This is an optimization exercise on Yosys and OpenROAD, whose aim is small area, a short achievable clock period and few clock cycles per item, not a production implementation. Only simulation tests tie the RTL to the original design; equivalence was not proved.

==> trial 43 <==
// mx_crusher
module mx_crusher (
    input  wire          clk,
    input  wire          rst,
    input  wire          in_valid,
    output wire          in_ready,
    input  wire [1023:0] in_data,       
    input  wire [3:0]    in_fmt,        
    input  wire          in_dynamic,    
    input  wire [7:0]    in_scale,      
    output wire          out_valid,
    input  wire          out_ready,
    output wire [255:0]  out_codes,     
    output reg  [7:0]    out_scale,     
    output wire [5:0]    out_sat,
    output wire [5:0]    out_ftz,
    output reg  [5:0]    out_special
);
==> flow/config.mk <==
export PLATFORM = sky130hd
export DESIGN_NAME = mx_crusher
export DESIGN_NICKNAME = mx_crusher
export VERILOG_FILES = /design/flow/design.v
export SDC_FILE = /design/flow/constraint.sdc
export NUM_CORES = 4
export LEC_CHECK = 0
export CAP_MARGIN = 20
export CORE_MARGIN = 2
export CORE_UTILIZATION = 60
export SLEW_MARGIN = 20
==> flow/constraint.sdc <==
create_clock -name core_clock -period 22.0 [get_ports {clk}]
set_input_delay 4.4000 -clock core_clock [delete_from_list [all_inputs] [get_ports {clk}]]
set_output_delay 4.4000 -clock core_clock [all_outputs]
set_load 0.01 [all_outputs]
run.sh (not shown) runs the stock make flow with config.mk's settings and CLKGATE_MAP_FILE= SYNTH_SCRIPT=/design/flow/synth_recipe.tcl, a recipe that flattens the netlist after the stock synthesis.
==> trial 92 (differences from trial 43) <==
--- a/flow/design.v
+++ b/flow/design.v
@@ -148,27 +148,44 @@
     wire fp6 = f5 | f6;
     wire [7:0] emax1  = f3 ? 8'd7 : f4 ? 8'd14 : f5 ? 8'd3 : 8'd1;
     wire [1:0] sh     = (f3 | f6) ? 2'd0 : (f4 | f5) ? 2'd1 : 2'd2;
     wire [4:0] em     = f3 ? 5'd15 : f4 ? 5'd30 : f5 ? 5'd7 : 5'd3;
     wire [4:0] nemin  = f3 ? 5'd6 : f4 ? 5'd14 : f5 ? 5'd2 : 5'd0;
     wire [6:0] maxmag = f3 ? 7'h7E : f4 ? 7'h7B : fp6 ? 7'h1F : 7'h07;
+    function [2:0] top8(input [7:0] v);
+        top8 = v[7] ? 3'd7 : v[6] ? 3'd6 : v[5] ? 3'd5 : v[4] ? 3'd4 :
+               v[3] ? 3'd3 : v[2] ? 3'd2 : v[1] ? 3'd1 : 3'd0;
+    endfunction
     function [7:0] amax_f(input [1023:0] d);
         reg [31:0] c;
-        reg        any;
-        integer    b, i;
+        reg [7:0]  o1, o2, e;
+        reg [3:0]  o3;
+        reg [2:0]  a1, a2;
+        integer    i;
         begin
-            for (i = 0; i < 32; i = i + 1)
-                c[i] = ~(&d[32*i+23 +: 8]);
-            for (b = 7; b >= 0; b = b - 1) begin
-                any = 1'b0;
-                for (i = 0; i < 32; i = i + 1)
-                    any = any | (c[i] & d[32*i+23+b]);
-                amax_f[b] = any;
-                for (i = 0; i < 32; i = i + 1)
-                    c[i] = c[i] & (d[32*i+23+b] | ~any);
+            o1 = 8'd0;
+            for (i = 0; i < 32; i = i + 1) begin
+                e = d[32*i+23 +: 8];
+                c[i] = ~(&e);
+                o1 = o1 | ({7'd0, c[i]} << e[7:5]);
+            end
+            a1 = top8(o1);
+            o2 = 8'd0;
+            for (i = 0; i < 32; i = i + 1) begin
+                e = d[32*i+23 +: 8];
+                c[i] = c[i] & (e[7:5] == a1);
+                o2 = o2 | ({7'd0, c[i]} << e[4:2]);
             end
+            a2 = top8(o2);
+            o3 = 4'd0;
+            for (i = 0; i < 32; i = i + 1) begin
+                e = d[32*i+23 +: 8];
+                c[i] = c[i] & (e[4:2] == a2);
+                o3 = o3 | ({3'd0, c[i]} << e[1:0]);
+            end
+            amax_f = {a1, a2, o3[3] ? 2'd3 : o3[2] ? 2'd2 : o3[1] ? 2'd1 : 2'd0};
         end
     endfunction
     wire [7:0] amax_exp = amax_f(in_data);
     wire       dyn_pos = (amax_exp > emax1);
     wire [7:0] scale   = ~in_dynamic ? in_scale : dyn_pos ? amax_exp - emax1 : 8'd0;
     wire [9:0] k0  = {5'd0, nemin} + 10'd1;                  
@@ -248,14 +265,23 @@
         begin
             enc = 5'd0;
             for (n = 0; n < 32; n = n + 1)
                 enc = enc | (n[4:0] & {5{s[n]}});
         end
     endfunction
+    wire [31:0] low32;
+    generate
+        for (g = 0; g < 32; g = g + 1) begin : l32
+            wire [7:0] e = in_data[32*g+30 -: 8];
+            assign low32[g] = (e[7:5] == 3'd0) | (&e);
+        end
+    endgenerate
+    wire        need_fast = in_dynamic ? (&low32) : ({1'b0, in_scale} <= {4'd0, nemin} + 9'd1);
+    reg         need_q;
     wire [31:0] sel  = lowest(rem);
-    wire        more = need & two_or_more(rem);
+    wire        more = (busy ? need_q : need_fast) & two_or_more(rem);
     wire [6:0] fb_mag;
     wire       fb_ftz;
     mx_convert_sub u_sub (
         .mf  (pick(sel, in_data)),
         .t   (tsub),
         .sh  (sh),
@@ -270,14 +296,17 @@
             valid_q <= 1'b0;
             busy    <= 1'b0;
         end else if (room) begin
             valid_q <= in_valid & ~more;
             busy    <= in_valid & more;
         end
-        if (room)
+        if (room) begin
             idx <= enc(sel) + 5'd1;
+            if (~busy)
+                need_q <= need;
+        end
     end
     reg  [9:0] lane_q [0:31];    
     reg        fp8_q, fp6_q;
     generate
         for (g = 0; g < 32; g = g + 1) begin : res
             always @(posedge clk)
==> flow/flow/run.sh (new file) <==
#!/bin/bash
# Layout flow: the standard layout (standard.sh), with the port buffers
# that global placement puts on every input and output made as plain
# sky130_fd_sc_hd__buf_1 cells instead of the cell buffer_ports picks by
# default (clkdlybuf4s50_1, a slower and larger delay buffer). Everything
# else, synthesis included, is the standard flow.
set -euo pipefail
bash standard.sh "BUFFER_PORTS_ARGS=-buffer_cell sky130_fd_sc_hd__buf_1" finish > standard_flow.log 2>&1
==> flow/standard.sh (new file) <==
#!/bin/bash
# synth_recipe.tcl (not shown) runs the flow's synth.tcl, then flattens the netlist and writes it again
# the make line also repeats each setting of config.mk as NAME=value (left out here)
make -C /OpenROAD-flow-scripts/flow DESIGN_CONFIG=/design/flow/config.mk WORK_HOME=/design/flow/orfs CLKGATE_MAP_FILE= SYNTH_SCRIPT=/design/flow/synth_recipe.tcl "${@:-finish}"
CORE_UTILIZATION = 30   (was 60)
PLACE_DENSITY = 0.5   (was default)
removed: flow/run.sh
==> comparison table <==
Flops & latches, synth: trial 92 344; trial 43 343
Site Rows: trial 92 187; trial 43 129
Xor/xnor share of the synthesized area: trial 92 5.37%; trial 43 4.69%
Mux contribution to synthesized area: trial 92 3.34%; trial 43 2.82%
Die boundary height: trial 92 514 um; trial 43 356 um
Share of the synthesized area in the top cell type: trial 92 13.1%; trial 43 13.8%
Number of warnings printed during yosys synthesis: trial 92 5; trial 43 5
Starting density of the core: trial 92 30.1%; trial 43 60.2%
Cell count after synthesis: trial 92 10700; trial 43 9948
Compound-cell area share of the yosys netlist: trial 92 29.9%; trial 43 33.3%
Mapped Nets: trial 92 12600; trial 43 11800
Commonest register cell after synthesis: trial 92 sky130_fd_sc_hd__edfxtp_1; trial 43 sky130_fd_sc_hd__edfxtp_1
Synthesized area divided by synthesized cell count: trial 92 7.30 um2; trial 43 7.46 um2
Most frequently used cell type in the post-synthesis netlist: trial 92 sky130_fd_sc_hd__nand2_1; trial 43 sky130_fd_sc_hd__nand2_1
Number of enable-type register cells in the synthesized netlist: trial 92 342; trial 43 341
Portion of the post-synthesis area used by sequential elements: trial 92 13.2%; trial 43 13.8%
Run status: trial 92 complete, no violations; trial 43 aborted with a tool error
Stage where the flow stopped: trial 92 -; trial 43 3_2_place_iop
Adder and majority gate portion of the synthesized area: trial 92 14.8%; trial 43 15.6%
Horiz. Die Dim: trial 92 514 um; trial 43 356 um
Synth unique cells: trial 92 111; trial 43 117
Synthesized-area fraction occupied by and/or/nand/nor cells: trial 92 27.4%; trial 43 23.9%
Netlist Area Pre-Place: trial 92 78100 um2; trial 43 74300 um2
Testbench counts of trial 43, summed over its fixed seeds: cycles 787, items 768.
Testbench counts of trial 92, summed over its fixed seeds: cycles 787, items 768.

## static timing again, ports no longer ideal
How much do the figures lean on ideal ports? The routed layout below was timed once more, with nothing changed but the port constraints.
Step 1, drivers: a clkbuf_16 drives clk and a buf_2 each remaining input, both assumed.
Step 2 moves the port delays by t, midway between the first and last clock arrival at a register: inputs arrive t later, outputs are due t later. That takes back most of the time a late clock gives input paths.
a / b / c = ideal / step 1 / step 2; a / b = the first two.
run: trial 92
shift t [ns]: 0.804
slack for setup (ns): 1.746 / 1.825 / 1.021
hold slack, ns: 0.784 / 0.784 / 0.784
worst setup path after step 2: input to register
latest minus earliest clock arrival (ns): 0.128 / 0.128
After both steps setup and hold are still met in trial 92. The setup slack of trial 92 moves by +0.079 ns with the drivers and by -0.725 ns with both steps.
